Background: an optimization exercise with open tools, aiming at small area, a short achievable clock period and few clock cycles per item. Do not read the settings as production practice. Function was checked by simulation only, so behaviour that the tests miss may differ from the original. Power figures rest on the tool's default switching activity, not on a simulated workload.

[design/flow/design.v]
module mf_median (
    input  wire               clk,
    input  wire               rst,         
    input  wire               in_valid,
    output wire               in_ready,
    input  wire signed [31:0] in_value,
    input  wire               in_missing,
    input  wire               in_clear,    
    input  wire        [3:0]  in_m,        
    output reg                out_valid,
    output reg                out_missing,
    output reg  signed [32:0] out_med2     
);
    localparam L = 15;
    integer i, w;
    assign in_ready = 1'b1;
    function le_s(input [31:0] a, input [31:0] b);
        reg [31:0] lt, gt;
        integer w, k;
        begin
            lt = ~a & b;
            gt = a & ~b;
            lt[31] = a[31] & ~b[31];
            gt[31] = ~a[31] & b[31];
            for (w = 1; w < 32; w = w * 2)
                for (k = 0; k + w < 32; k = k + 2 * w) begin
                    lt[k] = lt[k+w] | (~gt[k+w] & lt[k]);
                    gt[k] = gt[k+w] | (~lt[k+w] & gt[k]);
                end
            le_s = ~gt[0];
        end
    endfunction
    function lt4(input [3:0] a, input [3:0] b);
        begin
            lt4 = (~a[3] & b[3]) |
                  (~(a[3] ^ b[3]) & ((~a[2] & b[2]) |
                  (~(a[2] ^ b[2]) & ((~a[1] & b[1]) |
                  (~(a[1] ^ b[1]) & ~a[0] & b[0])))));
        end
    endfunction
    function [15:0] therm16(input [15:0] x);
        reg [15:0] s;
        reg        t;
        begin
            s = x;
            t = s[0]; s[0] = t | s[1]; s[1] = t & s[1];
            t = s[2]; s[2] = t | s[3]; s[3] = t & s[3];
            t = s[0]; s[0] = t | s[2]; s[2] = t & s[2];
            t = s[1]; s[1] = t | s[3]; s[3] = t & s[3];
            t = s[1]; s[1] = t | s[2]; s[2] = t & s[2];
            t = s[4]; s[4] = t | s[5]; s[5] = t & s[5];
            t = s[6]; s[6] = t | s[7]; s[7] = t & s[7];
            t = s[4]; s[4] = t | s[6]; s[6] = t & s[6];
            t = s[5]; s[5] = t | s[7]; s[7] = t & s[7];
            t = s[5]; s[5] = t | s[6]; s[6] = t & s[6];
            t = s[0]; s[0] = t | s[4]; s[4] = t & s[4];
            t = s[2]; s[2] = t | s[6]; s[6] = t & s[6];
            t = s[2]; s[2] = t | s[4]; s[4] = t & s[4];
            t = s[1]; s[1] = t | s[5]; s[5] = t & s[5];
            t = s[3]; s[3] = t | s[7]; s[7] = t & s[7];
            t = s[3]; s[3] = t | s[5]; s[5] = t & s[5];
            t = s[1]; s[1] = t | s[2]; s[2] = t & s[2];
            t = s[3]; s[3] = t | s[4]; s[4] = t & s[4];
            t = s[5]; s[5] = t | s[6]; s[6] = t & s[6];
            t = s[8]; s[8] = t | s[9]; s[9] = t & s[9];
            t = s[10]; s[10] = t | s[11]; s[11] = t & s[11];
            t = s[8]; s[8] = t | s[10]; s[10] = t & s[10];
            t = s[9]; s[9] = t | s[11]; s[11] = t & s[11];
            t = s[9]; s[9] = t | s[10]; s[10] = t & s[10];
            t = s[12]; s[12] = t | s[13]; s[13] = t & s[13];
            t = s[14]; s[14] = t | s[15]; s[15] = t & s[15];
            t = s[12]; s[12] = t | s[14]; s[14] = t & s[14];
            t = s[13]; s[13] = t | s[15]; s[15] = t & s[15];
            t = s[13]; s[13] = t | s[14]; s[14] = t & s[14];
            t = s[8]; s[8] = t | s[12]; s[12] = t & s[12];
            t = s[10]; s[10] = t | s[14]; s[14] = t & s[14];
            t = s[10]; s[10] = t | s[12]; s[12] = t & s[12];
            t = s[9]; s[9] = t | s[13]; s[13] = t & s[13];
            t = s[11]; s[11] = t | s[15]; s[15] = t & s[15];
            t = s[11]; s[11] = t | s[13]; s[13] = t & s[13];
            t = s[9]; s[9] = t | s[10]; s[10] = t & s[10];
            t = s[11]; s[11] = t | s[12]; s[12] = t & s[12];
            t = s[13]; s[13] = t | s[14]; s[14] = t & s[14];
            t = s[0]; s[0] = t | s[8]; s[8] = t & s[8];
            t = s[4]; s[4] = t | s[12]; s[12] = t & s[12];
            t = s[4]; s[4] = t | s[8]; s[8] = t & s[8];
            t = s[2]; s[2] = t | s[10]; s[10] = t & s[10];
            t = s[6]; s[6] = t | s[14]; s[14] = t & s[14];
            t = s[6]; s[6] = t | s[10]; s[10] = t & s[10];
            t = s[2]; s[2] = t | s[4]; s[4] = t & s[4];
            t = s[6]; s[6] = t | s[8]; s[8] = t & s[8];
            t = s[10]; s[10] = t | s[12]; s[12] = t & s[12];
            t = s[1]; s[1] = t | s[9]; s[9] = t & s[9];
            t = s[5]; s[5] = t | s[13]; s[13] = t & s[13];
            t = s[5]; s[5] = t | s[9]; s[9] = t & s[9];
            t = s[3]; s[3] = t | s[11]; s[11] = t & s[11];
            t = s[7]; s[7] = t | s[15]; s[15] = t & s[15];
            t = s[7]; s[7] = t | s[11]; s[11] = t & s[11];
            t = s[3]; s[3] = t | s[5]; s[5] = t & s[5];
            t = s[7]; s[7] = t | s[9]; s[9] = t & s[9];
            t = s[11]; s[11] = t | s[13]; s[13] = t & s[13];
            t = s[1]; s[1] = t | s[2]; s[2] = t & s[2];
            t = s[3]; s[3] = t | s[4]; s[4] = t & s[4];
            t = s[5]; s[5] = t | s[6]; s[6] = t & s[6];
            t = s[7]; s[7] = t | s[8]; s[8] = t & s[8];
            t = s[9]; s[9] = t | s[10]; s[10] = t & s[10];
            t = s[11]; s[11] = t | s[12]; s[12] = t & s[12];
            t = s[13]; s[13] = t | s[14]; s[14] = t & s[14];
            therm16 = s;
        end
    endfunction
    reg               a_valid;
    reg signed [31:0] a_value;
    reg               a_missing, a_clear;
    reg        [3:0]  a_m;
    always @(posedge clk) begin
        a_valid   <= in_valid & ~rst;
        a_value   <= in_value;
        a_missing <= in_missing;
        a_clear   <= in_clear;
        a_m       <= in_m;
    end
    reg signed [31:0] hv [0:L];       
    reg        [L-1:0] hp;            
    reg        [3:0]  pos [0:L-1];    
    reg        [3:0]  np;             
    reg        [L-1:0] mem;           
    wire [3:0] m_eff = (a_m == 4'd0) ? 4'd1 : a_m;
    reg [15:0] le_v;
    always @* begin
        le_v = 16'd0;
        for (i = 0; i < L-1; i = i + 1)
            le_v[i] = hp[i] & le_s(hv[i], a_value);
    end
    wire [15:0] th = therm16(le_v);
    reg  [L-1:0] lt_new, eq_new;
    always @* begin
        for (i = 0; i < L; i = i + 1) begin
            if (a_missing) begin
                lt_new[i] = (i < L-1);
                eq_new[i] = (i == L-1);
            end else if (a_clear) begin
                lt_new[i] = 1'b0;
                eq_new[i] = (i == 0);
            end else begin
                lt_new[i] = th[i];
                eq_new[i] = ((i == 0) ? 1'b1 : th[i-1]) & ~th[i];
            end
        end
    end
    reg [L-1:0] ge_d;
    always @* begin
        ge_d[0] = (pos[0] == 4'd14);
        for (i = 1; i < L; i = i + 1)
            ge_d[i] = ge_d[i-1] | (pos[i] == 4'd14);
    end
    wire [3:0] np_kept = a_clear ? 4'd0 : np - {3'd0, hp[L-1]};
    wire [3:0] np_n    = np_kept + {3'd0, ~a_missing};
    reg [3:0]   q  [0:L-2];
    reg [L-2:0] uq;
    reg [L-1:0] u;
    reg [3:0]   pos_n [0:L-1];
    reg [L-1:0] mem_n;
    always @* begin
        for (i = 0; i < L; i = i + 1)
            u[i] = lt4(pos[i], m_eff - 4'd1);
        for (i = 0; i < L-1; i = i + 1) begin
            q[i]  = ge_d[i] ? pos[i+1] : pos[i];
            uq[i] = ge_d[i] ? u[i+1] : u[i];
        end
        for (i = 0; i < L; i = i + 1) begin
            if (lt_new[i]) begin
                pos_n[i] = q[i] + 4'd1;
                mem_n[i] = uq[i];
            end else if (eq_new[i]) begin
                pos_n[i] = 4'd0;
                mem_n[i] = 1'b1;
            end else begin
                pos_n[i] = q[i-1] + 4'd1;
                mem_n[i] = uq[i-1];
            end
            mem_n[i] = mem_n[i] & (i < np_n);
        end
    end
    wire [L-1:0] hp_n = {hp[L-2:0] & {(L-1){~a_clear}}, ~a_missing};
    reg  [3:0]   n_next;
    always @* begin
        n_next = 4'd0;
        for (i = 0; i < L; i = i + 1)
            n_next = n_next + {3'd0, hp_n[i] & (i < m_eff)};
    end
    reg               b_valid, b_missing;
    reg        [3:0]  b_klo, b_khi;     
    always @(posedge clk) begin
        if (rst) begin
            b_valid <= 1'b0;
            hp      <= {L{1'b0}};
            np      <= 4'd0;
        end else begin
            b_valid <= a_valid;
            if (a_valid) begin
                hp <= hp_n;
                np <= np_n;
            end
        end
    end
    always @(posedge clk) begin
        if (a_valid) begin
            hv[0] <= a_value;
            for (i = 1; i <= L; i = i + 1)
                hv[i] <= hv[i-1];
            for (i = 0; i < L; i = i + 1)
                pos[i] <= pos_n[i];
        end
        mem       <= mem_n;
        b_missing <= a_missing;
        b_klo     <= (n_next - 4'd1) >> 1;
        b_khi     <= n_next >> 1;
    end
    reg [3:0] inc [0:L-1];      
    always @* begin
        for (i = 0; i < L; i = i + 1)
            inc[i] = {3'd0, mem[i]};
        for (w = 1; w < 16; w = w * 2)
            for (i = 0; i < L; i = i + 1)
                if ((i / w) % 2 == 1)
                    inc[i] = inc[i] + inc[(i / w) * w - 1];
    end
    reg [3:0] s_lo, s_hi;
    always @* begin
        s_lo = 4'd0;
        s_hi = 4'd0;
        for (i = 0; i < L; i = i + 1) begin
            if (mem[i] && ((i == 0) ? 4'd0 : inc[i-1]) == b_klo) s_lo = s_lo | pos[i];
            if (mem[i] && ((i == 0) ? 4'd0 : inc[i-1]) == b_khi) s_hi = s_hi | pos[i];
        end
    end
    reg       c_valid, c_missing, c_sh;
    reg [3:0] c_lo, c_hi;
    always @(posedge clk) begin
        if (rst) c_valid <= 1'b0;
        else     c_valid <= b_valid;
        c_missing <= b_missing;
        c_sh      <= a_valid;         
        c_lo      <= s_lo;
        c_hi      <= s_hi;
    end
    wire [3:0] i_lo = c_lo + {3'd0, c_sh};
    wire [3:0] i_hi = c_hi + {3'd0, c_sh};
    reg signed [31:0] lo_v, hi_v;
    always @* begin
        lo_v = 32'sd0;
        hi_v = 32'sd0;
        for (i = 0; i <= L; i = i + 1) begin
            if (i_lo == i) lo_v = lo_v | hv[i];
            if (i_hi == i) hi_v = hi_v | hv[i];
        end
    end
    always @(posedge clk) begin
        if (rst) out_valid <= 1'b0;
        else     out_valid <= c_valid;
        out_missing <= c_missing;
        out_med2    <= {lo_v[31], lo_v} + {hi_v[31], hi_v};
    end
endmodule
[design/flow/run.sh]
#!/bin/bash
# synth_recipe.tcl (not shown) runs the flow's synth.tcl, then flattens the netlist and writes it again
# the make line also repeats each setting of config.mk as NAME=value (left out here)
make -C /OpenROAD-flow-scripts/flow DESIGN_CONFIG=/design/flow/config.mk WORK_HOME=/design/flow/orfs CLKGATE_MAP_FILE= SYNTH_SCRIPT=/design/flow/synth_recipe.tcl finish
[design/flow/config.mk]
export PLATFORM = sky130hd
export DESIGN_NAME = mf_median
export DESIGN_NICKNAME = mf_median
export VERILOG_FILES = /design/flow/design.v
export SDC_FILE = /design/flow/constraint.sdc
export NUM_CORES = 4
export LEC_CHECK = 0
export CAP_MARGIN = 20
export CORE_MARGIN = 2
export CORE_UTILIZATION = 25
export PLACE_DENSITY = 0.45
export SLEW_MARGIN = 20
[design/flow/constraint.sdc]
create_clock -name core_clock -period 25.0 [get_ports {clk}]
set_input_delay 5.0000 -clock core_clock [delete_from_list [all_inputs] [get_ports {clk}]]
set_output_delay 5.0000 -clock core_clock [all_outputs]
set_load 0.01 [all_outputs]
==> run_summary.xml, run 1 <==
<?xml version="1.0" encoding="UTF-8"?>
<metrics>
  <group name="place">
    <metric name="placement.io_buffers" unit="">75</metric>
    <metric name="placed_cells_incl_taps" unit="">6657</metric>
    <metric name="dp.final_hpwl" unit="µm">141000</metric>
    <metric name="place_congestion" unit="">0.950</metric>
  </group>
  <group name="sta">
    <metric name="worst_hold_slack" unit="ns">0.324</metric>
    <metric name="timing.final.hold_violations" unit="">0</metric>
    <metric name="timing.final.crit_share" unit="">0.277</metric>
    <metric name="timing.final.max_slew_violations" unit="">0</metric>
    <metric name="post_route_minimum_period" unit="ns">6.92</metric>
    <metric name="timing.max_slew.rel_slack" unit="">0.142</metric>
    <metric name="worst_clock_skew" unit="ns">0.0463</metric>
    <metric name="finalSetupTns" unit="ns">0</metric>
    <metric name="setup_viol" unit="">0</metric>
    <metric name="worst_pin_slew" unit="ns">1.27</metric>
    <metric name="fmax" unit="GHz">0.144</metric>
    <metric name="rsz0062_at_grt" unit="">false</metric>
  </group>
  <group name="setup_path">
    <metric name="worstSetupPathType" unit="">reg -&gt; reg</metric>
    <metric name="path_delay_family" unit="">compound AO/OA/AOI/OAI gates</metric>
    <metric name="cp.arrival" unit="ns">7.50</metric>
    <metric name="critical-path-slowest-cell" unit="">sky130_fd_sc_hd__nor3_2</metric>
    <metric name="worst-path-buf-inv" unit="">2</metric>
    <metric name="worstSetupStartpointType" unit="">flip-flop</metric>
    <metric name="cp_max_fo" unit="">23</metric>
    <metric name="worst_setup_end_kind" unit="">flip-flop</metric>
    <metric name="crit_path_max_incr_delay" unit="ns">0.82</metric>
    <metric name="crit_path_cell_trace" unit="">ha_1, ha_1, nor3_1, a21oi_1, nor3_2, buf_4, a221oi_1, nand4_1, ha_1, inv_1, fa_1, nor2b_1, o21ai_0, a21boi_0, o2111ai_1, a2111oi_0, o2111ai_1, nand4_1, and2_1, a41o_1, o21a_1, nor2_1, o211ai_1, o21ai_0</metric>
    <metric name="cp.required" unit="ns">25.58</metric>
    <metric name="cp_common_cell" unit="">sky130_fd_sc_hd__ha_1</metric>
  </group>
  <group name="pwr">
    <metric name="p_seq_frac" unit="">0.407</metric>
    <metric name="cell_internal_pwr" unit="mW">2.43</metric>
    <metric name="share_comb_of_total_power" unit="">0.220</metric>
    <metric name="leakagePower" unit="nW">17.9</metric>
    <metric name="power.clock.fraction" unit="">0.373</metric>
    <metric name="switching_power" unit="mW">1.15</metric>
    <metric name="power_per_cell_area" unit="nW/µm²">70.0</metric>
    <metric name="worst_ir_drop_vdd" unit="mV">0.0536</metric>
    <metric name="power.share.switching" unit="">0.322</metric>
  </group>
  <group name="flow_run">
    <metric name="max-cap-violations" unit="">0</metric>
  </group>
  <group name="route">
    <metric name="vias" unit="">39600</metric>
    <metric name="ant_nets" unit="">0</metric>
    <metric name="drcViolationCount" unit="">0</metric>
    <metric name="firstDrtPassIters" unit="">9</metric>
    <metric name="drt-total-wl" unit="µm">199000</metric>
    <metric name="wl_per_cell" unit="µm">29.2</metric>
    <metric name="drt-vias-per-instance" unit="">5.80</metric>
    <metric name="drt_first_iter_violations" unit="">5100</metric>
  </group>
  <group name="yosys">
    <metric name="synth_cells" unit="">4389</metric>
    <metric name="synth_seq_area_share" unit="">0.440</metric>
    <metric name="yosys.cell_types.count" unit="">117</metric>
    <metric name="netlist.top_cell.by_area" unit="">sky130_fd_sc_hd__edfxtp_1</metric>
    <metric name="syn_nets" unit="">4600</metric>
    <metric name="post-synth-top-count-cell" unit="">sky130_fd_sc_hd__edfxtp_1</metric>
    <metric name="synth.top_cell.area_share" unit="">0.383</metric>
    <metric name="syn_area" unit="µm²">44800</metric>
    <metric name="synth_top_cells_by_area" unit="">sky130_fd_sc_hd__edfxtp_1, sky130_fd_sc_hd__dfxtp_1, sky130_fd_sc_hd__a221oi_1, sky130_fd_sc_hd__a22o_1, sky130_fd_sc_hd__ha_1</metric>
    <metric name="count_of_flip_flops_with_a_built_in_enable_after_synthesis" unit="">572</metric>
    <metric name="postSynthAreaPerCell" unit="µm²">10.2</metric>
    <metric name="synth.ff_latch_count" unit="">699</metric>
    <metric name="synth.yosys.warnings" unit="">8</metric>
    <metric name="ys_dominant_reg_cell" unit="">sky130_fd_sc_hd__edfxtp_1</metric>
    <metric name="async_set_or_reset_register_ratio_after_synthesis" unit="">0</metric>
    <metric name="ys_top_cells_by_count" unit="">sky130_fd_sc_hd__edfxtp_1, sky130_fd_sc_hd__a221oi_1, sky130_fd_sc_hd__a22o_1</metric>
  </group>
  <group name="clock_network">
    <metric name="cts.repair.resized" unit="">0</metric>
    <metric name="clock_sinks" unit="">699</metric>
    <metric name="cts_hold_repair.buffers" unit="">0</metric>
    <metric name="clk_pin_slew_worst_paths" unit="ns">0.07</metric>
    <metric name="tritoncts" unit="">built</metric>
    <metric name="worst_skew_pair.late_latency" unit="ns">0.73</metric>
    <metric name="tritoncts.num_buffers" unit="">87</metric>
    <metric name="cts_root_buf" unit="">sky130_fd_sc_hd__clkbuf_16</metric>
    <metric name="max-clock-path-buffers" unit="">3</metric>
    <metric name="postCtsSetupBuffers" unit="">0</metric>
    <metric name="h-tree-depth" unit="">3</metric>
  </group>
  <group name="global_route">
    <metric name="vias_in_the_first_global_route" unit="">37100</metric>
    <metric name="grt_antenna_before_repair" unit="">13</metric>
    <metric name="total_grt_usage" unit="">0.211</metric>
    <metric name="grt_max_degree" unit="">171</metric>
    <metric name="grt_overflow_total" unit="">0</metric>
    <metric name="grt_first_pass_wirelength" unit="µm">280000</metric>
  </group>
  <group name="floorplanning">
    <metric name="die_area" unit="µm²">183000</metric>
    <metric name="io_pins" unit="">77</metric>
    <metric name="rows" unit="">155</metric>
    <metric name="floorplan.initialDensity" unit="">0.251</metric>
    <metric name="core-area" unit="µm²">178000</metric>
    <metric name="chipWidth" unit="µm">427</metric>
    <metric name="vert_die_dim" unit="µm">427</metric>
  </group>
  <group name="layout">
    <metric name="flow.area_growth_from_synthesis" unit="%">14.4</metric>
    <metric name="num-nets-final" unit="">4602</metric>
    <metric name="finish.cell_count_without_fillers" unit="">6824</metric>
    <metric name="ratio_of_cells_with_drive_above_1_in_the_final_layout" unit="">0.0748</metric>
  </group>
  <group name="min_path">
    <metric name="hold_class" unit="">reg -&gt; reg</metric>
  </group>
  <group name="status">
    <metric name="outcome" unit="">timing/DRC/antenna clean</metric>
  </group>
</metrics>
[registers in the layout, summed over array words and instances, names as in the netlist, 3 cells and up]
name,count
out_med2,33
c_lo,4
c_hi,4
np,4
a_m,4
hv,512
b_khi,3
pos,60
b_klo,3
a_value,32
mem,15
hp,15
[placed cells by master (no fill, tap or decap), types with 44 or more instances in the layout]
master and instances:
sky130_fd_sc_hd__a21oi_1 213, sky130_fd_sc_hd__xor2_1 73, sky130_fd_sc_hd__buf_4 71, sky130_fd_sc_hd__ha_1 140, sky130_fd_sc_hd__dfxtp_1 126, sky130_fd_sc_hd__xnor2_1 77, sky130_fd_sc_hd__o21ai_0 203, sky130_fd_sc_hd__a22o_1 259
sky130_fd_sc_hd__clkbuf_16 93, sky130_fd_sc_hd__a21o_1 44, sky130_fd_sc_hd__a22oi_1 69, sky130_fd_sc_hd__clkdlybuf4s50_1 75, sky130_fd_sc_hd__o22ai_1 70, sky130_fd_sc_hd__nand2_1 239, sky130_fd_sc_hd__nor2b_1 153, sky130_fd_sc_hd__inv_1 258
sky130_fd_sc_hd__nand3_1 79, sky130_fd_sc_hd__maj3_1 129, sky130_fd_sc_hd__edfxtp_1 572, sky130_fd_sc_hd__nand2b_1 201, sky130_fd_sc_hd__a221oi_1 279, sky130_fd_sc_hd__nand4_1 85, sky130_fd_sc_hd__nor2_1 170
[power by group through the flow]
stage	Combinational [mW]	Clock [mW]	Sequential, mW
2_1_floorplan	0.451	0	1.47
3_3_place_gp	0.778	0	1.48
3_5_place_dp	0.776	0	1.48
4_1_cts	0.780	1.37	1.46
5_1_grt	0.844	1.41	1.46
6_report	0.788	1.34	1.46
[per-layer routing]
layer	GRT usage	part of all wire	wire, µm
met2	0.313	0.42	84400
met5	0	0.00039	77
met3	0.0475	0.096	19200
met1	0.287	0.42	84400
met4	0.104	0.055	11000
[cell type report]
type	count	area (µm²)
timing repair buffer	147	1300
tap	2355	2950
clock buffer	117	2520
sequential	699	19700
multi-input combinational	3183	23200
clock inverter	45	475
inverter	273	1020
fill	18400	127000
antenna	5	12.5
[path summary, 6_finish.rpt]
check        depth (start not counted)            to  slack (ns)      start
min                                  0     c_missing        0.32  b_missing
min reg2reg                          0     c_missing        0.32  b_missing
max reg2reg                         24  out_med2[32]       18.08       c_sh
max                                 24  out_med2[32]       18.08       c_sh
[stage by stage]
stage                     power (mW)   util  area [µm²]  setup WS (ns)
after global routing            3.72  0.287       51200          17.75
final                           3.59  0.288       51200          18.08
after CTS                       3.61  0.287       51200          18.19
after global placement          2.26  0.271       48200          18.32
after floorplan                 1.92      -       44800          10.55
after detailed placement        2.26  0.271       48200          18.27
[cells by family (layout without fill, tap and decap cells)]
logic type      Yosys count  count (layout)  share of synthesized area
compound gates         1530            1530                      0.254
simple gates           1154            1154                      0.137
flops                   699             699                      0.440
buf+inv                 507             582                     0.0459
fa+ha+maj               322             322                     0.0871
xor+xnor                150             150                     0.0293
mux                      26              26                    0.00606
other cells               1               6                  0.0000837
Testbench counts, summed over its fixed seeds: cycles 32,032, items 32,000.
==> inputs of run 2 (changes only) <==
--- a/design/flow/design.v
+++ b/design/flow/design.v
@@ -15,19 +15,20 @@
     integer i, w;
     assign in_ready = 1'b1;
     function le_s(input [31:0] a, input [31:0] b);
-        reg [31:0] lt, gt;
+        reg [31:0] g, p, na;
         integer w, k;
         begin
-            lt = ~a & b;
-            gt = a & ~b;
-            lt[31] = a[31] & ~b[31];
-            gt[31] = ~a[31] & b[31];
+            na = ~a;
+            g  = b & na;
+            p  = b | na;
+            g[31] = ~b[31] & a[31];
+            p[31] = ~b[31] | a[31];
             for (w = 1; w < 32; w = w * 2)
                 for (k = 0; k + w < 32; k = k + 2 * w) begin
-                    lt[k] = lt[k+w] | (~gt[k+w] & lt[k]);
-                    gt[k] = gt[k+w] | (~lt[k+w] & gt[k]);
+                    g[k] = g[k+w] | (p[k+w] & g[k]);
+                    p[k] = p[k+w] & p[k];
                 end
-            le_s = ~gt[0];
+            le_s = g[0] | p[0];
         end
     endfunction
     function lt4(input [3:0] a, input [3:0] b);
@@ -226,27 +227,29 @@
                 if ((i / w) % 2 == 1)
                     inc[i] = inc[i] + inc[(i / w) * w - 1];
     end
+    reg [3:0] pos_e [0:L-1];
     reg [3:0] s_lo, s_hi;
     always @* begin
+        for (i = 0; i < L; i = i + 1)
+            pos_e[i] = pos[i] + {3'd0, a_valid};
         s_lo = 4'd0;
         s_hi = 4'd0;
         for (i = 0; i < L; i = i + 1) begin
-            if (mem[i] && ((i == 0) ? 4'd0 : inc[i-1]) == b_klo) s_lo = s_lo | pos[i];
-            if (mem[i] && ((i == 0) ? 4'd0 : inc[i-1]) == b_khi) s_hi = s_hi | pos[i];
-        end
-    end
-    reg       c_valid, c_missing, c_sh;
+            if (mem[i] && ((i == 0) ? 4'd0 : inc[i-1]) == b_klo) s_lo = s_lo | pos_e[i];
+            if (mem[i] && ((i == 0) ? 4'd0 : inc[i-1]) == b_khi) s_hi = s_hi | pos_e[i];
+        end
+    end
+    reg       c_valid, c_missing;
     reg [3:0] c_lo, c_hi;
     always @(posedge clk) begin
         if (rst) c_valid <= 1'b0;
         else     c_valid <= b_valid;
         c_missing <= b_missing;
-        c_sh      <= a_valid;         
         c_lo      <= s_lo;
         c_hi      <= s_hi;
     end
-    wire [3:0] i_lo = c_lo + {3'd0, c_sh};
-    wire [3:0] i_hi = c_hi + {3'd0, c_sh};
+    wire [3:0] i_lo = c_lo;
+    wire [3:0] i_hi = c_hi;
     reg signed [31:0] lo_v, hi_v;
     always @* begin
         lo_v = 32'sd0;
--- a/design/flow/config.mk
+++ b/design/flow/config.mk
@@ -7,6 +7,6 @@
 export LEC_CHECK = 0
 export CAP_MARGIN = 20
 export CORE_MARGIN = 2
-export CORE_UTILIZATION = 25
-export PLACE_DENSITY = 0.45
+export CORE_UTILIZATION = 55
+export PLACE_DENSITY = 0.65
 export SLEW_MARGIN = 20
==> run 2 against run 1 <==
- sequential share of layout area increased by 3.2 points
- hold slack better by 0.0023 ns
- non-clock buffer count shrank 13
- utilization grew 32 points
- clock skew grew 0.017 ns
- still clean on timing, DRC and antenna
- combinational power decreased by 8.1%
- final cell count decreased by 25%
- global-route usage is 21 points higher
- sequential power hardly changed
- register-to-register slack improved by 0.20 ns
==> run_summary.xml, run 2 <==
<?xml version="1.0" encoding="UTF-8"?>
<metrics>
  <group name="status">
    <metric name="outcome" unit="">timing/DRC/antenna clean</metric>
  </group>
  <group name="sta">
    <metric name="timing.final.max_slew_violations" unit="">0</metric>
    <metric name="timing.final.crit_share" unit="">0.269</metric>
    <metric name="rsz0062_at_grt" unit="">false</metric>
    <metric name="setup_viol" unit="">0</metric>
    <metric name="post_route_minimum_period" unit="ns">6.72</metric>
    <metric name="fmax" unit="GHz">0.149</metric>
    <metric name="timing.max_slew.rel_slack" unit="">0.0759</metric>
    <metric name="finalSetupTns" unit="ns">0</metric>
    <metric name="worst_pin_slew" unit="ns">1.39</metric>
    <metric name="worst_clock_skew" unit="ns">0.0632</metric>
    <metric name="timing.final.hold_violations" unit="">0</metric>
    <metric name="layout_setup_ws" unit="ns">18.28</metric>
  </group>
  <group name="yosys">
    <metric name="largest_family_of_logic_cells_by_synthesized_area" unit="">compound AO/OA/AOI/OAI gates</metric>
    <metric name="syn_nets" unit="">4264</metric>
    <metric name="synth_seq_area_share" unit="">0.461</metric>
    <metric name="async_set_or_reset_register_ratio_after_synthesis" unit="">0</metric>
    <metric name="ys_dominant_reg_cell" unit="">sky130_fd_sc_hd__edfxtp_1</metric>
    <metric name="synth.yosys.warnings" unit="">9</metric>
    <metric name="synth.ff_latch_count" unit="">698</metric>
    <metric name="synth-compound-area-share" unit="">0.257</metric>
    <metric name="synthSimpleGateAreaFrac" unit="">0.119</metric>
    <metric name="synth_xor_xnor_area_share" unit="">0.0367</metric>
    <metric name="syn_area" unit="µm²">42700</metric>
    <metric name="synth.top_cell.area_share" unit="">0.402</metric>
    <metric name="postSynthAreaPerCell" unit="µm²">10.6</metric>
    <metric name="yosys.cell_types.count" unit="">109</metric>
    <metric name="yosys.area_share.adder" unit="">0.0765</metric>
    <metric name="count_of_flip_flops_with_a_built_in_enable_after_synthesis" unit="">572</metric>
    <metric name="netlist.top_cell.by_area" unit="">sky130_fd_sc_hd__edfxtp_1</metric>
    <metric name="post-synth-top-count-cell" unit="">sky130_fd_sc_hd__edfxtp_1</metric>
    <metric name="synth_top_cells_by_area" unit="">sky130_fd_sc_hd__edfxtp_1, sky130_fd_sc_hd__a221oi_1, sky130_fd_sc_hd__dfxtp_1, sky130_fd_sc_hd__a22o_1, sky130_fd_sc_hd__ha_1</metric>
    <metric name="synth_cells" unit="">4027</metric>
    <metric name="post_synth_mux_area_share" unit="">0.00618</metric>
    <metric name="ys_top_cells_by_count" unit="">sky130_fd_sc_hd__edfxtp_1, sky130_fd_sc_hd__a221oi_1, sky130_fd_sc_hd__a22o_1</metric>
  </group>
  <group name="layout">
    <metric name="filler_cell_count" unit="">6314</metric>
    <metric name="flow.area_growth_from_synthesis" unit="%">10.7</metric>
    <metric name="ratio_of_cells_with_drive_above_1_in_the_final_layout" unit="">0.0713</metric>
    <metric name="mostFrequentLayoutCell" unit="">sky130_fd_sc_hd__edfxtp_1</metric>
    <metric name="layout.cells.most_common_list" unit="">sky130_fd_sc_hd__edfxtp_1, sky130_fd_sc_hd__a221oi_1, sky130_fd_sc_hd__a22o_1</metric>
    <metric name="max_reg_flops" unit="">512</metric>
    <metric name="largest_register" unit="">hv</metric>
    <metric name="num-nets-final" unit="">4267</metric>
    <metric name="largest_registers" unit="">hv: 512 flops, pos: 60 flops, out_med2: 33 flops</metric>
  </group>
  <group name="clock_network">
    <metric name="clock_sinks" unit="">698</metric>
    <metric name="cts_root_buf" unit="">sky130_fd_sc_hd__clkbuf_16</metric>
    <metric name="tritoncts" unit="">built</metric>
    <metric name="worst_skew_pair.late_latency" unit="ns">0.66</metric>
    <metric name="cts_hold_repair.buffers" unit="">0</metric>
    <metric name="cts.repair.resized" unit="">0</metric>
    <metric name="postCtsSetupBuffers" unit="">0</metric>
    <metric name="max-clock-path-buffers" unit="">3</metric>
    <metric name="tritoncts.num_buffers" unit="">80</metric>
    <metric name="clk_pin_slew_worst_paths" unit="ns">0.06</metric>
    <metric name="h-tree-depth" unit="">3</metric>
  </group>
  <group name="global_route">
    <metric name="grt_overflow_total" unit="">0</metric>
    <metric name="grt_first_pass_wirelength" unit="µm">245000</metric>
    <metric name="vias_in_the_first_global_route" unit="">35400</metric>
    <metric name="total_grt_usage" unit="">0.418</metric>
    <metric name="grt_max_degree" unit="">162</metric>
    <metric name="grt_antenna_before_repair" unit="">6</metric>
  </group>
  <group name="route">
    <metric name="wl_per_cell" unit="µm">33.2</metric>
    <metric name="drt_first_iter_violations" unit="">6921</metric>
    <metric name="ant_nets" unit="">0</metric>
    <metric name="vias" unit="">38500</metric>
    <metric name="drt-total-wl" unit="µm">170000</metric>
    <metric name="drcViolationCount" unit="">0</metric>
    <metric name="drt-vias-per-instance" unit="">7.48</metric>
    <metric name="firstDrtPassIters" unit="">11</metric>
  </group>
  <group name="place">
    <metric name="dp.final_hpwl" unit="µm">115000</metric>
    <metric name="place_congestion" unit="">0.998</metric>
    <metric name="preCtsSetupSlack" unit="ns">18.63</metric>
    <metric name="placement.io_buffers" unit="">75</metric>
  </group>
  <group name="min_path">
    <metric name="hold-path-cell-count" unit="">0</metric>
    <metric name="hold_class" unit="">reg -&gt; reg</metric>
    <metric name="worst_hold_startpoint" unit="">c_missing</metric>
  </group>
  <group name="floorplanning">
    <metric name="io_pins" unit="">77</metric>
    <metric name="die_area" unit="µm²">79900</metric>
    <metric name="vert_die_dim" unit="µm">283</metric>
    <metric name="core-area" unit="µm²">77200</metric>
    <metric name="rows" unit="">102</metric>
    <metric name="chipWidth" unit="µm">283</metric>
    <metric name="floorplan.initialDensity" unit="">0.553</metric>
  </group>
  <group name="setup_path">
    <metric name="worst_setup_end_kind" unit="">flip-flop</metric>
    <metric name="crit_path_start" unit="">c_hi[3]</metric>
    <metric name="worstSetupPathType" unit="">reg -&gt; reg</metric>
    <metric name="worst-r2r-cell-count" unit="">19</metric>
    <metric name="regToRegStartpoint" unit="">c_hi[3]</metric>
    <metric name="cp.required" unit="ns">25.54</metric>
    <metric name="worstSetupStartpointType" unit="">flip-flop</metric>
    <metric name="cp.arrival" unit="ns">7.27</metric>
    <metric name="cp_max_fo" unit="">22</metric>
  </group>
  <group name="pwr">
    <metric name="power_per_cell_area" unit="nW/µm²">72.3</metric>
    <metric name="leakagePower" unit="nW">17.1</metric>
    <metric name="worst_ir_drop_vdd" unit="mV">0.0836</metric>
  </group>
  <group name="flow_run">
    <metric name="max-cap-violations" unit="">0</metric>
  </group>
</metrics>
-- run 2: cell types whose count changed after synthesis, sizes merged, moves of 30 or more --
cell,before,now
a21oi,215,149
a222oi,17,51
a22oi,69,37
maj3,152,58
nand2,240,200
nand2b,202,136
nor2b,156,98
o21a,26,56
o21ai,219,189
o22ai,70,125
xnor2,77,107
-- run 2: layout make-up --
cell class / instances / area [µm²] / share of cell area
sequential: 698 / 19700 / 0.417
tap: 1040 / 1300 / 0.0275
multi-input combinational: 2862 / 21400 / 0.452
timing repair buffer: 134 / 1210 / 0.0255
inverter: 254 / 953 / 0.0202
clock buffer: 111 / 2250 / 0.0477
clock inverter: 39 / 507 / 0.0107
antenna: 2 / 5.00 / 0.000106
-- run 2: where the power goes --
group / internal (mW) / total [mW] / switching [mW]
clock: 0.731 / 1.25 / 0.516
combinational: 0.286 / 0.724 / 0.438
sequential: 1.35 / 1.45 / 0.0987
-- run 2: kinds of logic after synthesis --
group,count (synthesis)
flip-flops,698
AND/OR/NAND/NOR,961
other,1
buffers and inverters,467
AO/OA/AOI/OAI,1441
multiplexers,26
XOR/XNOR,179
adder cells (fa/ha/maj),254
-- run 2: final timing paths --
| check | end | slack (ns) |
|---|---|---|
| hold reg to reg | out_missing | 0.33 |
| setup reg to reg | out_med2[22] | 18.28 |
| setup / recovery | out_med2[22] | 18.28 |
| hold / removal | out_missing | 0.33 |
-- run 2: per-stage QoR --
stage	hold slack (ns)	power, mW	util	area [µm²]	instances
after CTS	0.328	3.40	0.612	47300	5138
final	0.326	3.42	0.613	47300	5140
after global routing	0.332	3.52	0.612	47300	5138
after detailed placement	0.315	2.16	0.577	44500	4988
after floorplan	0.310	1.89	-	42700	4027
after global placement	0.311	2.16	0.577	44500	4988
-- run 2: worst max-delay path: stages, from the launching register on --
cell                       delay, ns
sky130_fd_sc_hd__dfxtp_1        0.50
sky130_fd_sc_hd__nand2_1        0.31
sky130_fd_sc_hd__nor2_4         0.57
sky130_fd_sc_hd__buf_4          0.60
sky130_fd_sc_hd__a22o_1         0.22
sky130_fd_sc_hd__a221oi_1       0.05
sky130_fd_sc_hd__nand4_1        0.16
sky130_fd_sc_hd__ha_1           0.27
sky130_fd_sc_hd__fa_1           0.27
sky130_fd_sc_hd__a21o_1         0.19
sky130_fd_sc_hd__a21oi_1        0.12
sky130_fd_sc_hd__o21bai_1       0.16
sky130_fd_sc_hd__a21oi_1        0.12
sky130_fd_sc_hd__o21bai_1       0.32
sky130_fd_sc_hd__a21oi_1        0.19
sky130_fd_sc_hd__o21ai_0        0.93
sky130_fd_sc_hd__o21ai_0        0.38
sky130_fd_sc_hd__o21ai_0        0.90
sky130_fd_sc_hd__a31oi_1        0.22
sky130_fd_sc_hd__xnor2_1        0.17
-- run 2: layer usage --
layer / GRT usage / vias up / wire (µm) / share of wire
li1: - / 16000 / - / -
met1: 0.580 / 18400 / 65400 / 0.38
met2: 0.577 / 3304 / 67900 / 0.40
met3: 0.142 / 742 / 26100 / 0.15
met4: 0.215 / 10 / 11000 / 0.065
met5: 0 / - / 61 / 0.00036
Testbench counts of run 2, summed over its fixed seeds: cycles 32,032, items 32,000.
==> inputs of run 3 (changes only) <==
==> design/flow/flow/run.sh (new file) <==
#!/bin/bash
# The standard layout (the standard.sh: ORFS synthesis through finish), with
# ORFS's repair_timing asked to leave a setup margin, so that it sizes and
# buffers the layout for a shorter achieved period than the 25 ns clock asks for.
# The clock, the I/O delays and every other constraint are the design's own.
set -euo pipefail
export SETUP_SLACK_MARGIN="${MARGIN:-19.0}"
bash standard.sh > standard.log 2>&1
==> design/flow/standard.sh (new file) <==
#!/bin/bash
# synth_recipe.tcl (not shown) runs the flow's synth.tcl, then flattens the netlist and writes it again
# the make line also repeats each setting of config.mk as NAME=value (left out here)
make -C /OpenROAD-flow-scripts/flow DESIGN_CONFIG=/design/flow/config.mk WORK_HOME=/design/flow/orfs CLKGATE_MAP_FILE= SYNTH_SCRIPT=/design/flow/synth_recipe.tcl "${@:-finish}"
removed: design/flow/run.sh
==> run 3 against run 2 <==
- largest power group unchanged
- still clean on timing, DRC and antenna
- die area did not move
- non-clock buffer count up 9
- highest routed layer unchanged
- global-route usage shrank 1.9 points
- via count is 0.63% lower
- worst setup slack gained 0.60 ns
==> run_summary.xml, run 3 <==
<?xml version="1.0" encoding="UTF-8"?>
<metrics>
  <group name="flow_run">
    <metric name="max-cap-violations" unit="">0</metric>
  </group>
  <group name="global_route">
    <metric name="grt_antenna_before_repair" unit="">4</metric>
    <metric name="vias_in_the_first_global_route" unit="">34700</metric>
    <metric name="grt_max_degree" unit="">166</metric>
    <metric name="grt_overflow_total" unit="">0</metric>
    <metric name="total_grt_usage" unit="">0.399</metric>
    <metric name="grt_first_pass_wirelength" unit="µm">234000</metric>
  </group>
  <group name="setup_path">
    <metric name="worstSetupPathType" unit="">reg -&gt; out</metric>
    <metric name="cp_max_fo" unit="">1</metric>
    <metric name="crit_path_start" unit="">out_med2[20]</metric>
    <metric name="cp.arrival" unit="ns">1.12</metric>
    <metric name="regToRegStartpoint" unit="">a_value[15]</metric>
    <metric name="critical-path-slowest-cell" unit="">sky130_fd_sc_hd__dfxtp_4</metric>
    <metric name="critPathCapture" unit="">out_med2[20]</metric>
    <metric name="rrSetupSlack" unit="ns">18.94</metric>
    <metric name="r2r_end" unit="">mem[2]</metric>
    <metric name="worst_setup_end_kind" unit="">output pin</metric>
    <metric name="cp.required" unit="ns">20.00</metric>
    <metric name="levels_on_crit_path" unit="">1</metric>
    <metric name="worst-r2r-cell-count" unit="">18</metric>
    <metric name="crit_path_max_incr_delay" unit="ns">0.37</metric>
    <metric name="path_delay_family" unit="">flip-flops</metric>
    <metric name="crit_path_cell_trace" unit="">buf_6</metric>
    <metric name="worstSetupStartpointType" unit="">flip-flop</metric>
    <metric name="worst-path-buf-inv" unit="">1</metric>
  </group>
  <group name="pwr">
    <metric name="report.power.total" unit="mW">3.39</metric>
    <metric name="power_per_cell_area" unit="nW/µm²">71.6</metric>
    <metric name="leakagePower" unit="nW">17.1</metric>
    <metric name="worst_ir_drop_vdd" unit="mV">0.0683</metric>
  </group>
  <group name="floorplanning">
    <metric name="die_area" unit="µm²">79900</metric>
    <metric name="rows" unit="">102</metric>
    <metric name="vert_die_dim" unit="µm">283</metric>
    <metric name="core-area" unit="µm²">77200</metric>
    <metric name="floorplan.initialDensity" unit="">0.553</metric>
    <metric name="io_pins" unit="">77</metric>
    <metric name="chipWidth" unit="µm">283</metric>
  </group>
  <group name="sta">
    <metric name="finalSetupTns" unit="ns">0</metric>
    <metric name="timing.max_slew.rel_slack" unit="">0.168</metric>
    <metric name="rsz0062_at_grt" unit="">true</metric>
    <metric name="layout_setup_ws" unit="ns">18.88</metric>
    <metric name="timing.final.crit_share" unit="">0.245</metric>
    <metric name="timing.final.max_slew_violations" unit="">0</metric>
    <metric name="setup_viol" unit="">0</metric>
    <metric name="worst_pin_slew" unit="ns">1.25</metric>
    <metric name="fmax" unit="GHz">0.163</metric>
    <metric name="timing.final.hold_violations" unit="">0</metric>
    <metric name="worst_clock_skew" unit="ns">0.0442</metric>
    <metric name="post_route_minimum_period" unit="ns">6.12</metric>
    <metric name="worst_hold_slack" unit="ns">0.327</metric>
  </group>
  <group name="layout">
    <metric name="flow.area_growth_from_synthesis" unit="%">10.9</metric>
    <metric name="ratio_of_cells_with_drive_above_1_in_the_final_layout" unit="">0.0903</metric>
    <metric name="max_reg_flops" unit="">512</metric>
    <metric name="largest_register" unit="">hv</metric>
    <metric name="mostFrequentLayoutCell" unit="">sky130_fd_sc_hd__edfxtp_1</metric>
    <metric name="largest_registers" unit="">hv: 512 flops, pos: 60 flops, out_med2: 33 flops</metric>
    <metric name="layout.cells.most_common_list" unit="">sky130_fd_sc_hd__edfxtp_1, sky130_fd_sc_hd__a221oi_1, sky130_fd_sc_hd__a22o_1</metric>
    <metric name="num-nets-final" unit="">4278</metric>
  </group>
  <group name="route">
    <metric name="ant_nets" unit="">0</metric>
    <metric name="drt_first_iter_violations" unit="">7053</metric>
    <metric name="firstDrtPassIters" unit="">10</metric>
    <metric name="drcViolationCount" unit="">0</metric>
    <metric name="drt-total-wl" unit="µm">163000</metric>
    <metric name="drt-vias-per-instance" unit="">7.42</metric>
    <metric name="vias" unit="">38200</metric>
    <metric name="wl_per_cell" unit="µm">31.7</metric>
  </group>
  <group name="place">
    <metric name="preCtsSetupSlack" unit="ns">18.68</metric>
    <metric name="placement.io_buffers" unit="">75</metric>
    <metric name="dp.final_hpwl" unit="µm">110000</metric>
    <metric name="place_congestion" unit="">0.975</metric>
  </group>
  <group name="yosys">
    <metric name="postSynthAreaPerCell" unit="µm²">10.6</metric>
    <metric name="synth_cells" unit="">4027</metric>
    <metric name="yosys.cell_types.count" unit="">109</metric>
    <metric name="count_of_flip_flops_with_a_built_in_enable_after_synthesis" unit="">572</metric>
    <metric name="netlist.top_cell.by_area" unit="">sky130_fd_sc_hd__edfxtp_1</metric>
    <metric name="async_set_or_reset_register_ratio_after_synthesis" unit="">0</metric>
    <metric name="synth_top_cells_by_area" unit="">sky130_fd_sc_hd__edfxtp_1, sky130_fd_sc_hd__a221oi_1, sky130_fd_sc_hd__dfxtp_1, sky130_fd_sc_hd__a22o_1, sky130_fd_sc_hd__ha_1</metric>
    <metric name="synth.top_cell.area_share" unit="">0.402</metric>
    <metric name="ys_top_cells_by_count" unit="">sky130_fd_sc_hd__edfxtp_1, sky130_fd_sc_hd__a221oi_1, sky130_fd_sc_hd__a22o_1</metric>
    <metric name="syn_nets" unit="">4264</metric>
    <metric name="ys_dominant_reg_cell" unit="">sky130_fd_sc_hd__edfxtp_1</metric>
    <metric name="synth_seq_area_share" unit="">0.461</metric>
    <metric name="post-synth-top-count-cell" unit="">sky130_fd_sc_hd__edfxtp_1</metric>
    <metric name="syn_area" unit="µm²">42700</metric>
    <metric name="synth.yosys.warnings" unit="">9</metric>
    <metric name="synth.ff_latch_count" unit="">698</metric>
  </group>
  <group name="clock_network">
    <metric name="tritoncts" unit="">built</metric>
    <metric name="clk_pin_slew_worst_paths" unit="ns">0.07</metric>
    <metric name="cts_root_buf" unit="">sky130_fd_sc_hd__clkbuf_16</metric>
    <metric name="clock_sinks" unit="">698</metric>
    <metric name="cts_hold_repair.buffers" unit="">0</metric>
    <metric name="h-tree-depth" unit="">3</metric>
    <metric name="tritoncts.num_buffers" unit="">80</metric>
    <metric name="max-clock-path-buffers" unit="">3</metric>
    <metric name="worst_skew_pair.late_latency" unit="ns">0.66</metric>
  </group>
  <group name="status">
    <metric name="outcome" unit="">timing/DRC/antenna clean</metric>
  </group>
  <group name="min_path">
    <metric name="hold-path-cell-count" unit="">0</metric>
    <metric name="hold_class" unit="">reg -&gt; reg</metric>
  </group>
</metrics>
-- run 3: cell counts after synthesis --
No cell type changed its count.
-- run 3: where the power goes --
group          total [mW]  switching (mW)  leakage (nW)  internal [mW]
clock network        1.24           0.512          1.33          0.726
logic               0.703           0.428          9.39          0.275
registers            1.45           0.100          6.42           1.35
total                3.39            1.04          17.1           2.35
-- run 3: how the worst min path moves through the flow --
stage / from / endpoint / slack [ns]
6_report: c_missing / out_missing / 0.33
5_1_grt: c_missing / out_missing / 0.33
4_1_cts: c_missing / out_missing / 0.33
3_5_place_dp: c_missing / out_missing / 0.32
3_3_place_gp: c_missing / out_missing / 0.31
2_1_floorplan: b_missing / c_missing / 0.31
-- run 3: cells by family after synthesis --
family,count (synthesis),synth area share
buffers and inverters,467,0.0438
flip-flops,698,0.461
other,1,0.0000878
multiplexers,26,0.00618
AO/OA/AOI/OAI,1441,0.257
adder cells (fa/ha/maj),254,0.0765
AND/OR/NAND/NOR,961,0.119
XOR/XNOR,179,0.0367
-- run 3: worst reg2reg max path: cells and delay by family (launching register included) --
kind / cells / cell delay, ns
buf+inv: 2 / 0.38
flops: 1 / 0.67
fa+ha+maj: 1 / 0.20
simple gates: 8 / 1.78
compound gates: 7 / 2.87
-- run 3: layout make-up --
cell class	instances	area, µm²
fillers	6396	29800
multi-input cells	2863	21400
flip-flops and latches	698	19700
clock buffers	108	2350
well taps	1040	1300
repair buffers	143	1200
inverters	254	965
clock inverters	40	403
diodes	3	7.51
repair inverters	1	5.00
-- run 3: what timing repair did --
action	CTS	global route
gates cloned	0	2
gates resized for setup	152	36
setup endpoints to repair	40	69
buffers inserted	0	5
pin swaps	0	2
-- run 3: layer usage --
metal / vias to the layer above / track usage / share of wire
met5: - / 0 / 0.00017
met4: 4 / 0.224 / 0.068
met3: 763 / 0.126 / 0.15
met2: 3230 / 0.541 / 0.39
met1: 18200 / 0.560 / 0.39
li1: 16100 / - / -
-- run 3: per-stage QoR --
| stage | std cells | cell area [µm²] | utilization |
|---|---|---|---|
| 6_report | 5150 | 47400 | 0.614 |
| 5_1_grt | 5147 | 47400 | 0.613 |
| 4_1_cts | 5140 | 47200 | 0.611 |
| 3_5_place_dp | 4992 | 44600 | 0.577 |
| 3_3_place_gp | 4992 | 44600 | 0.577 |
| 2_1_floorplan | 4027 | 42700 | - |
==> inputs of run 4 (changes only) <==
==> design/flow/flow/run.sh (replaced) <==
#!/bin/bash
# The standard layout (the standard.sh: ORFS synthesis through finish), with
# ORFS's repair_timing asked to leave a setup margin, so that it sizes and
# buffers the layout for a shorter achieved period than the 25 ns clock asks for,
# and allowed to resize cells to other footprints. The clock, the I/O delays and
# every other constraint are the design's own. make's output goes to standard.log,
# each ORFS step's to its own log under orfs/logs.
set -euo pipefail
bash standard.sh SETUP_SLACK_MARGIN=19.3 MATCH_CELL_FOOTPRINT=0 finish > standard.log 2>&1
==> run 4 against run 3 <==
- sequential share of layout area about the same
- utilization increased by 0.13 points
- sequential power about the same
- synthesized cell count unchanged
- maximum frequency decreased by 0.21%
- combinational power increased by 1%
- flip-flop and latch count unchanged
- critical endpoint unchanged
==> run_summary.xml, run 4 <==
<?xml version="1.0" encoding="UTF-8"?>
<metrics>
  <group name="sta">
    <metric name="layout_setup_ws" unit="ns">18.86</metric>
    <metric name="setup_viol" unit="">0</metric>
    <metric name="worst_pin_slew" unit="ns">1.27</metric>
    <metric name="timing.final.max_slew_violations" unit="">0</metric>
    <metric name="post_route_minimum_period" unit="ns">6.14</metric>
    <metric name="rsz0062_at_grt" unit="">true</metric>
    <metric name="timing.max_slew.rel_slack" unit="">0.152</metric>
    <metric name="timing.final.crit_share" unit="">0.245</metric>
    <metric name="fmax" unit="GHz">0.163</metric>
    <metric name="worst_hold_slack" unit="ns">0.330</metric>
    <metric name="worst_clock_skew" unit="ns">0.0389</metric>
    <metric name="finalSetupTns" unit="ns">0</metric>
    <metric name="timing.final.hold_violations" unit="">0</metric>
  </group>
  <group name="layout">
    <metric name="max_reg_flops" unit="">512</metric>
    <metric name="layout.cells.most_common_list" unit="">sky130_fd_sc_hd__edfxtp_1, sky130_fd_sc_hd__a221oi_1, sky130_fd_sc_hd__a22o_1</metric>
    <metric name="num-nets-final" unit="">4290</metric>
    <metric name="largest_registers" unit="">hv: 512 flops, pos: 60 flops, out_med2: 33 flops</metric>
    <metric name="finish.cell_count_without_fillers" unit="">5164</metric>
    <metric name="mostFrequentLayoutCell" unit="">sky130_fd_sc_hd__edfxtp_1</metric>
    <metric name="filler_cell_count" unit="">6399</metric>
    <metric name="largest_register" unit="">hv</metric>
    <metric name="flow.area_growth_from_synthesis" unit="%">11.1</metric>
    <metric name="layout.core_utilization" unit="">0.615</metric>
    <metric name="ratio_of_cells_with_drive_above_1_in_the_final_layout" unit="">0.101</metric>
  </group>
  <group name="status">
    <metric name="outcome" unit="">timing/DRC/antenna clean</metric>
  </group>
  <group name="yosys">
    <metric name="ys_dominant_reg_cell" unit="">sky130_fd_sc_hd__edfxtp_1</metric>
    <metric name="syn_nets" unit="">4264</metric>
    <metric name="post-synth-top-count-cell" unit="">sky130_fd_sc_hd__edfxtp_1</metric>
    <metric name="synth.yosys.warnings" unit="">9</metric>
    <metric name="syn_area" unit="µm²">42700</metric>
    <metric name="postSynthAreaPerCell" unit="µm²">10.6</metric>
    <metric name="async_set_or_reset_register_ratio_after_synthesis" unit="">0</metric>
    <metric name="synth.ff_latch_count" unit="">698</metric>
    <metric name="netlist.top_cell.by_area" unit="">sky130_fd_sc_hd__edfxtp_1</metric>
    <metric name="synth.top_cell.area_share" unit="">0.402</metric>
    <metric name="synth_seq_area_share" unit="">0.461</metric>
    <metric name="yosys.cell_types.count" unit="">109</metric>
    <metric name="synth_cells" unit="">4027</metric>
    <metric name="ys_top_cells_by_count" unit="">sky130_fd_sc_hd__edfxtp_1, sky130_fd_sc_hd__a221oi_1, sky130_fd_sc_hd__a22o_1</metric>
    <metric name="synth_top_cells_by_area" unit="">sky130_fd_sc_hd__edfxtp_1, sky130_fd_sc_hd__a221oi_1, sky130_fd_sc_hd__dfxtp_1, sky130_fd_sc_hd__a22o_1, sky130_fd_sc_hd__ha_1</metric>
    <metric name="count_of_flip_flops_with_a_built_in_enable_after_synthesis" unit="">572</metric>
  </group>
  <group name="floorplanning">
    <metric name="vert_die_dim" unit="µm">283</metric>
    <metric name="floorplan.initialDensity" unit="">0.553</metric>
    <metric name="die_area" unit="µm²">79900</metric>
    <metric name="io_pins" unit="">77</metric>
    <metric name="chipWidth" unit="µm">283</metric>
    <metric name="rows" unit="">102</metric>
    <metric name="core-area" unit="µm²">77200</metric>
  </group>
  <group name="pwr">
    <metric name="leakagePower" unit="nW">17.1</metric>
    <metric name="power_per_cell_area" unit="nW/µm²">69.7</metric>
    <metric name="worst_ir_drop_vdd" unit="mV">0.0584</metric>
  </group>
  <group name="route">
    <metric name="wl_per_cell" unit="µm">31.9</metric>
    <metric name="vias" unit="">38300</metric>
    <metric name="drt-total-wl" unit="µm">165000</metric>
    <metric name="drt_first_iter_violations" unit="">7145</metric>
    <metric name="drt-vias-per-instance" unit="">7.41</metric>
    <metric name="drcViolationCount" unit="">0</metric>
    <metric name="firstDrtPassIters" unit="">11</metric>
    <metric name="ant_nets" unit="">0</metric>
  </group>
  <group name="setup_path">
    <metric name="cp.required" unit="ns">20.00</metric>
    <metric name="crit_path_start" unit="">out_med2[20]</metric>
    <metric name="crit_path_max_incr_delay" unit="ns">0.37</metric>
    <metric name="worst_setup_end_kind" unit="">output pin</metric>
    <metric name="critical-path-slowest-cell" unit="">sky130_fd_sc_hd__dfxtp_4</metric>
    <metric name="worst-path-buf-inv" unit="">1</metric>
    <metric name="regToRegStartpoint" unit="">c_hi[1]</metric>
    <metric name="cp.arrival" unit="ns">1.14</metric>
    <metric name="path_delay_family" unit="">flip-flops</metric>
    <metric name="worstSetupPathType" unit="">reg -&gt; out</metric>
    <metric name="worstSetupStartpointType" unit="">flip-flop</metric>
    <metric name="crit_path_cell_trace" unit="">buf_6</metric>
    <metric name="cp_max_fo" unit="">1</metric>
  </group>
  <group name="clock_network">
    <metric name="tritoncts" unit="">built</metric>
    <metric name="clk_pin_slew_worst_paths" unit="ns">0.07</metric>
    <metric name="h-tree-depth" unit="">3</metric>
    <metric name="worst_skew_pair.late_latency" unit="ns">0.66</metric>
    <metric name="cts_root_buf" unit="">sky130_fd_sc_hd__clkbuf_16</metric>
    <metric name="tritoncts.num_buffers" unit="">79</metric>
    <metric name="max-clock-path-buffers" unit="">3</metric>
    <metric name="clock_sinks" unit="">698</metric>
  </group>
  <group name="min_path">
    <metric name="hold_class" unit="">reg -&gt; reg</metric>
    <metric name="worst_hold_startpoint" unit="">b_missing</metric>
  </group>
  <group name="flow_run">
    <metric name="max-cap-violations" unit="">0</metric>
  </group>
  <group name="place">
    <metric name="placed_cells_incl_taps" unit="">4992</metric>
    <metric name="dp.final_hpwl" unit="µm">112000</metric>
    <metric name="placement.io_buffers" unit="">75</metric>
    <metric name="place_congestion" unit="">1.00</metric>
    <metric name="preCtsSetupSlack" unit="ns">18.53</metric>
  </group>
  <group name="global_route">
    <metric name="grt_first_pass_wirelength" unit="µm">238000</metric>
    <metric name="grt_antenna_before_repair" unit="">8</metric>
    <metric name="grt_max_degree" unit="">83</metric>
    <metric name="grt_overflow_total" unit="">0</metric>
    <metric name="vias_in_the_first_global_route" unit="">35000</metric>
    <metric name="total_grt_usage" unit="">0.405</metric>
  </group>
</metrics>
run 4: through the flow:
| step | instance area, µm² | total power, mW |
|---|---|---|
| 4_1_cts | 47000 | 3.26 |
| 6_report | 47500 | 3.31 |
| 2_1_floorplan | 42700 | 1.88 |
| 3_5_place_dp | 44600 | 2.15 |
| 5_1_grt | 47500 | 3.42 |
| 3_3_place_gp | 44600 | 2.15 |
run 4: routing by layer:
layer | GRT usage | wire length (µm) | part of all wire
met1 | 0.559 | 62900 | 0.38
met5 | 0 | 13 | 0.000079
met4 | 0.220 | 10800 | 0.065
met2 | 0.560 | 65800 | 0.40
met3 | 0.137 | 25500 | 0.15
run 4: final cells by class:
class	count	area, µm²	share of cell area
Tap cell	1040	1300	0.0274
Clock buffer	115	2210	0.0467
Inverter	254	981	0.0207
Multi-Input combinational cell	2862	21600	0.455
Clock inverter	33	282	0.00593
Timing Repair inverter	2	10.0	0.000211
Sequential cell	698	19800	0.416
Antenna cell	4	10.0	0.000211
Timing Repair Buffer	156	1330	0.0280
run 4: cell families after synthesis:
kind of cell,after synthesis,share of synthesized area
other cells,1,0.0000878
compound gates,1441,0.257
flops,698,0.461
simple gates,961,0.119
buf+inv,467,0.0438
fa+ha+maj,254,0.0765
mux,26,0.00618
xor+xnor,179,0.0367
run 4: worst register-to-register path, stage by stage, from the launching register on:
cell	delay (ns)
sky130_fd_sc_hd__dfxtp_1	0.52
sky130_fd_sc_hd__nand2b_2	0.21
sky130_fd_sc_hd__nor2_4	0.64
sky130_fd_sc_hd__buf_4	0.52
sky130_fd_sc_hd__a22o_1	0.22
sky130_fd_sc_hd__a221oi_1	0.05
sky130_fd_sc_hd__nand4_1	0.19
sky130_fd_sc_hd__ha_1	0.25
sky130_fd_sc_hd__a21o_1	0.20
sky130_fd_sc_hd__a21oi_1	0.42
sky130_fd_sc_hd__o21a_1	0.32
sky130_fd_sc_hd__o22ai_1	0.13
sky130_fd_sc_hd__buf_4	0.18
sky130_fd_sc_hd__a22o_1	0.34
sky130_fd_sc_hd__nor4_1	0.23
sky130_fd_sc_hd__nor3_1	0.15
sky130_fd_sc_hd__nand4_1	0.25
sky130_fd_sc_hd__a31oi_2	0.21
sky130_fd_sc_hd__a21bo_2	0.27
sky130_fd_sc_hd__a21oi_1	0.17
sky130_fd_sc_hd__xnor2_1	0.13
run 4: final timing paths:
| kind | cells after the start | slack, ns | endpoint |
|---|---|---|---|
| setup reg to reg | 20 | 19.36 | out_med2[31] |
| hold / removal | 0 | 0.33 | c_missing |
| setup / recovery | 1 | 18.86 | out_med2[20] |
| hold reg to reg | 0 | 0.33 | c_missing |
run 4: repair_timing:
action | 4_1_cts | 5_1_grt
endpoints found under the setup margin | 65 | 120
pin swaps | 0 | 5
cloned | 1 | 1
buffers inserted | 0 | 18
hold buffers | 0 | 0
gates resized for setup | 131 | 90
run 4: power breakdown:
part           internal, mW  switching [mW]
clock network         0.642           0.499
logic                 0.281           0.432
registers              1.35           0.103
==> inputs of run 5 (changes only) <==
--- a/design/flow/design.v
+++ b/design/flow/design.v
@@ -121,7 +121,8 @@
         a_clear   <= in_clear;
         a_m       <= in_m;
     end
-    reg signed [31:0] hv [0:L];       
+    reg signed [31:0] hv [0:L-1];     
+    reg signed [31:0] hv_last;        
     reg        [L-1:0] hp;            
     reg        [3:0]  pos [0:L-1];    
     reg        [3:0]  np;             
@@ -208,11 +209,12 @@
     always @(posedge clk) begin
         if (a_valid) begin
             hv[0] <= a_value;
-            for (i = 1; i <= L; i = i + 1)
+            for (i = 1; i < L; i = i + 1)
                 hv[i] <= hv[i-1];
             for (i = 0; i < L; i = i + 1)
                 pos[i] <= pos_n[i];
         end
+        hv_last   <= hv[L-1];
         mem       <= mem_n;
         b_missing <= a_missing;
         b_klo     <= (n_next - 4'd1) >> 1;
@@ -227,18 +229,17 @@
                 if ((i / w) % 2 == 1)
                     inc[i] = inc[i] + inc[(i / w) * w - 1];
     end
-    reg [3:0] pos_e [0:L-1];
-    reg [3:0] s_lo, s_hi;
-    always @* begin
-        for (i = 0; i < L; i = i + 1)
-            pos_e[i] = pos[i] + {3'd0, a_valid};
-        s_lo = 4'd0;
-        s_hi = 4'd0;
-        for (i = 0; i < L; i = i + 1) begin
-            if (mem[i] && ((i == 0) ? 4'd0 : inc[i-1]) == b_klo) s_lo = s_lo | pos_e[i];
-            if (mem[i] && ((i == 0) ? 4'd0 : inc[i-1]) == b_khi) s_hi = s_hi | pos_e[i];
-        end
-    end
+    reg [3:0] p_lo, p_hi;
+    always @* begin
+        p_lo = 4'd0;
+        p_hi = 4'd0;
+        for (i = 0; i < L; i = i + 1) begin
+            if (mem[i] && ((i == 0) ? 4'd0 : inc[i-1]) == b_klo) p_lo = p_lo | pos[i];
+            if (mem[i] && ((i == 0) ? 4'd0 : inc[i-1]) == b_khi) p_hi = p_hi | pos[i];
+        end
+    end
+    wire [3:0] s_lo = p_lo + {3'd0, a_valid};
+    wire [3:0] s_hi = p_hi + {3'd0, a_valid};
     reg       c_valid, c_missing;
     reg [3:0] c_lo, c_hi;
     always @(posedge clk) begin
@@ -254,10 +255,12 @@
     always @* begin
         lo_v = 32'sd0;
         hi_v = 32'sd0;
-        for (i = 0; i <= L; i = i + 1) begin
+        for (i = 0; i < L; i = i + 1) begin
             if (i_lo == i) lo_v = lo_v | hv[i];
             if (i_hi == i) hi_v = hi_v | hv[i];
         end
+        if (i_lo == L) lo_v = lo_v | hv_last;
+        if (i_hi == L) hi_v = hi_v | hv_last;
     end
     always @(posedge clk) begin
         if (rst) out_valid <= 1'b0;
--- a/design/flow/config.mk
+++ b/design/flow/config.mk
@@ -8,5 +8,6 @@
 export CAP_MARGIN = 20
 export CORE_MARGIN = 2
 export CORE_UTILIZATION = 55
+export CTS_BUF_LIST = sky130_fd_sc_hd__clkbuf_8
 export PLACE_DENSITY = 0.65
 export SLEW_MARGIN = 20
==> run 5 against run 4 <==
- flip-flop and latch count unchanged
- synthesized cell count decreased by 1.9%
- critical path depth unchanged
- via count increased by 3.0%
- register-to-register slack got worse by 0.02 ns
- non-clock buffer count increased by 22
- final cell count decreased by 0.99%
- clock skew decreased by 0.0063 ns
- design area decreased by 2.2%
- routed wire length increased by 7.2%
- sequential power about the same
- total power decreased by 2.1%
- highest routed layer unchanged
==> run_summary.xml, run 5 <==
<?xml version="1.0" encoding="UTF-8"?>
<metrics>
  <group name="sta">
    <metric name="post_route_minimum_period" unit="ns">6.20</metric>
    <metric name="worst_pin_slew" unit="ns">1.16</metric>
    <metric name="worst_clock_skew" unit="ns">0.0326</metric>
    <metric name="timing.final.hold_violations" unit="">0</metric>
    <metric name="layout_setup_ws" unit="ns">18.80</metric>
    <metric name="finalSetupTns" unit="ns">0</metric>
  </group>
  <group name="setup_path">
    <metric name="cp.required" unit="ns">20.00</metric>
    <metric name="cp.arrival" unit="ns">1.20</metric>
    <metric name="crit_path_max_incr_delay" unit="ns">0.32</metric>
    <metric name="worst-r2r-cell-count" unit="">18</metric>
    <metric name="r2r_end" unit="">out_med2[31]</metric>
    <metric name="regToRegStartpoint" unit="">c_lo[2]</metric>
    <metric name="worstSetupStartpointType" unit="">flip-flop</metric>
    <metric name="rrSetupSlack" unit="ns">19.34</metric>
  </group>
  <group name="layout">
    <metric name="max_reg_flops" unit="">480</metric>
    <metric name="finish.cell_count_without_fillers" unit="">5113</metric>
    <metric name="num-nets-final" unit="">4252</metric>
  </group>
  <group name="floorplanning">
    <metric name="core-area" unit="µm²">74700</metric>
    <metric name="floorplan.initialDensity" unit="">0.557</metric>
    <metric name="chipWidth" unit="µm">279</metric>
  </group>
  <group name="route">
    <metric name="ant_nets" unit="">0</metric>
    <metric name="drt-total-wl" unit="µm">177000</metric>
    <metric name="drt-vias-per-instance" unit="">7.71</metric>
  </group>
  <group name="min_path">
    <metric name="hold-path-cell-count" unit="">0</metric>
    <metric name="worst_hold_startpoint" unit="">b_missing</metric>
  </group>
  <group name="clock_network">
    <metric name="max-clock-path-buffers" unit="">3</metric>
    <metric name="h-tree-depth" unit="">3</metric>
    <metric name="worst_skew_pair.late_latency" unit="ns">0.78</metric>
    <metric name="clock_sinks" unit="">698</metric>
    <metric name="clk_pin_slew_worst_paths" unit="ns">0.06</metric>
    <metric name="cts_hold_repair.buffers" unit="">0</metric>
  </group>
  <group name="global_route">
    <metric name="grt_first_pass_wirelength" unit="µm">251000</metric>
    <metric name="vias_in_the_first_global_route" unit="">36100</metric>
    <metric name="grt_max_degree" unit="">208</metric>
  </group>
  <group name="pwr">
    <metric name="leakagePower" unit="nW">17.2</metric>
    <metric name="power_per_cell_area" unit="nW/µm²">69.8</metric>
  </group>
  <group name="yosys">
    <metric name="ys_top_cells_by_count" unit="">sky130_fd_sc_hd__edfxtp_1, sky130_fd_sc_hd__a22o_1, sky130_fd_sc_hd__a221oi_1</metric>
    <metric name="syn_area" unit="µm²">41600</metric>
    <metric name="syn_nets" unit="">4161</metric>
    <metric name="yosys.cell_types.count" unit="">95</metric>
    <metric name="async_set_or_reset_register_ratio_after_synthesis" unit="">0</metric>
    <metric name="synth.yosys.warnings" unit="">8</metric>
    <metric name="synth_seq_area_share" unit="">0.466</metric>
    <metric name="netlist.top_cell.by_area" unit="">sky130_fd_sc_hd__edfxtp_1</metric>
    <metric name="postSynthAreaPerCell" unit="µm²">10.5</metric>
  </group>
  <group name="place">
    <metric name="placement.io_buffers" unit="">75</metric>
    <metric name="placed_cells_incl_taps" unit="">4845</metric>
    <metric name="place_congestion" unit="">1.06</metric>
  </group>
  <group name="status">
    <metric name="outcome" unit="">timing/DRC/antenna clean</metric>
  </group>
</metrics>
-- run 5: changes by cell type after synthesis, sizes merged, moves of 32 or more --
cell,delta
a22oi,+33
dfxtp,+32
edfxtp,-32
nand2b,-39
nor2b,-33
o21ai,+48
-- run 5: what timing repair did --
item | in CTS | in global routing
buffers inserted | 1 | 36
cloned | 1 | 6
pin swaps | 1 | 16
setup endpoints to repair | 95 | 114
gates resized for setup | 132 | 85
-- run 5: worst max-delay path by stage --
stage,startpoint,end,cells past startpoint
floorplan,rst,hp[0],2
global placement,rst,hp[0],2
detailed placement,rst,hp[0],2
CTS,out_med2[10],out_med2[10],1
global route,out_med2[16],out_med2[16],1
finish,out_valid,out_valid,1
-- run 5: kinds of logic (layout without fill, tap and decap cells) --
kind of cell / after synthesis / after routing / synth area share
other cells: 1 / 2 / 0.0000902
simple gates: 856 / 856 / 0.106
compound gates: 1501 / 1501 / 0.273
mux: 27 / 27 / 0.00653
fa+ha+maj: 223 / 223 / 0.0694
buf+inv: 489 / 682 / 0.0466
flops: 698 / 698 / 0.466
xor+xnor: 155 / 155 / 0.0326
-- run 5: metrics by stage --
stage | utilization | hold WS [ns]
6_report | 0.621 | 0.331
5_1_grt | 0.621 | 0.347
4_1_cts | 0.612 | 0.337
3_5_place_dp | 0.581 | 0.316
3_3_place_gp | 0.581 | 0.318
2_1_floorplan | - | 0.310
-- run 5: where the power goes --
group | leakage, nW | switching (mW) | internal (mW)
registers | 6.39 | 0.0995 | 1.34
clock network | 1.41 | 0.506 | 0.561
logic | 9.35 | 0.448 | 0.284
-- run 5: metal layers --
metal  up-vias  track usage  share of wire  wire, µm
met3       932        0.184           0.17     30400
met1     18800        0.608           0.38     66500
met4         6        0.190          0.059     10500
met5         -       0.0188         0.0010       180
li1      15900            -              -         -
met2      3749        0.596           0.39     69200
-- run 5: cell type report --
type,instances,area [µm²]
flip-flops and latches,698,19400
inverters,275,1090
clock inverters,89,578
fillers,6060,28300
clock buffers,133,1830
multi-input cells,2763,20700
well taps,969,1210
repair buffers,178,1560
repair inverters,7,35.0
diodes,1,2.50
Testbench counts of run 5, summed over its fixed seeds: cycles 32,032, items 32,000.

## static timing again, ports no longer ideal
Ports are ideal in the flow. The routed layouts listed here were re-timed in OpenROAD. Step 1 assumes that a clkbuf_16 drives the clock port and a buf_2 every other input. Step 2 moves the port delays by t, midway between the first and last clock arrival at a register: inputs arrive t later, outputs are due t later. That takes back most of the time a late clock gives input paths. a / b / c = no drivers / after step 1 / after step 2; a / b = the first two.
run	t, ns	setup WS [ns]	worst setup path at the end	worst slew at a driven data input, ns	pins driven straight from the clock port
run 1	0.789	18.079 / 18.079 / 18.079	register to register	0.08	1
run 2	0.704	18.276 / 18.276 / 18.276	register to register	0.04	1
run 3	0.707	18.876 / 18.809 / 18.651	input to register	0.04	1
run 4	0.706	18.863 / 18.794 / 19.032	input to register	0.03	1
run 5	0.823	18.798 / 18.733 / 18.906	input to register	0.08	1
After both steps every run listed still meets setup and hold. The setup slack of run 3, which loses most, moves by -0.067 ns with the drivers and by -0.225 ns with both steps.
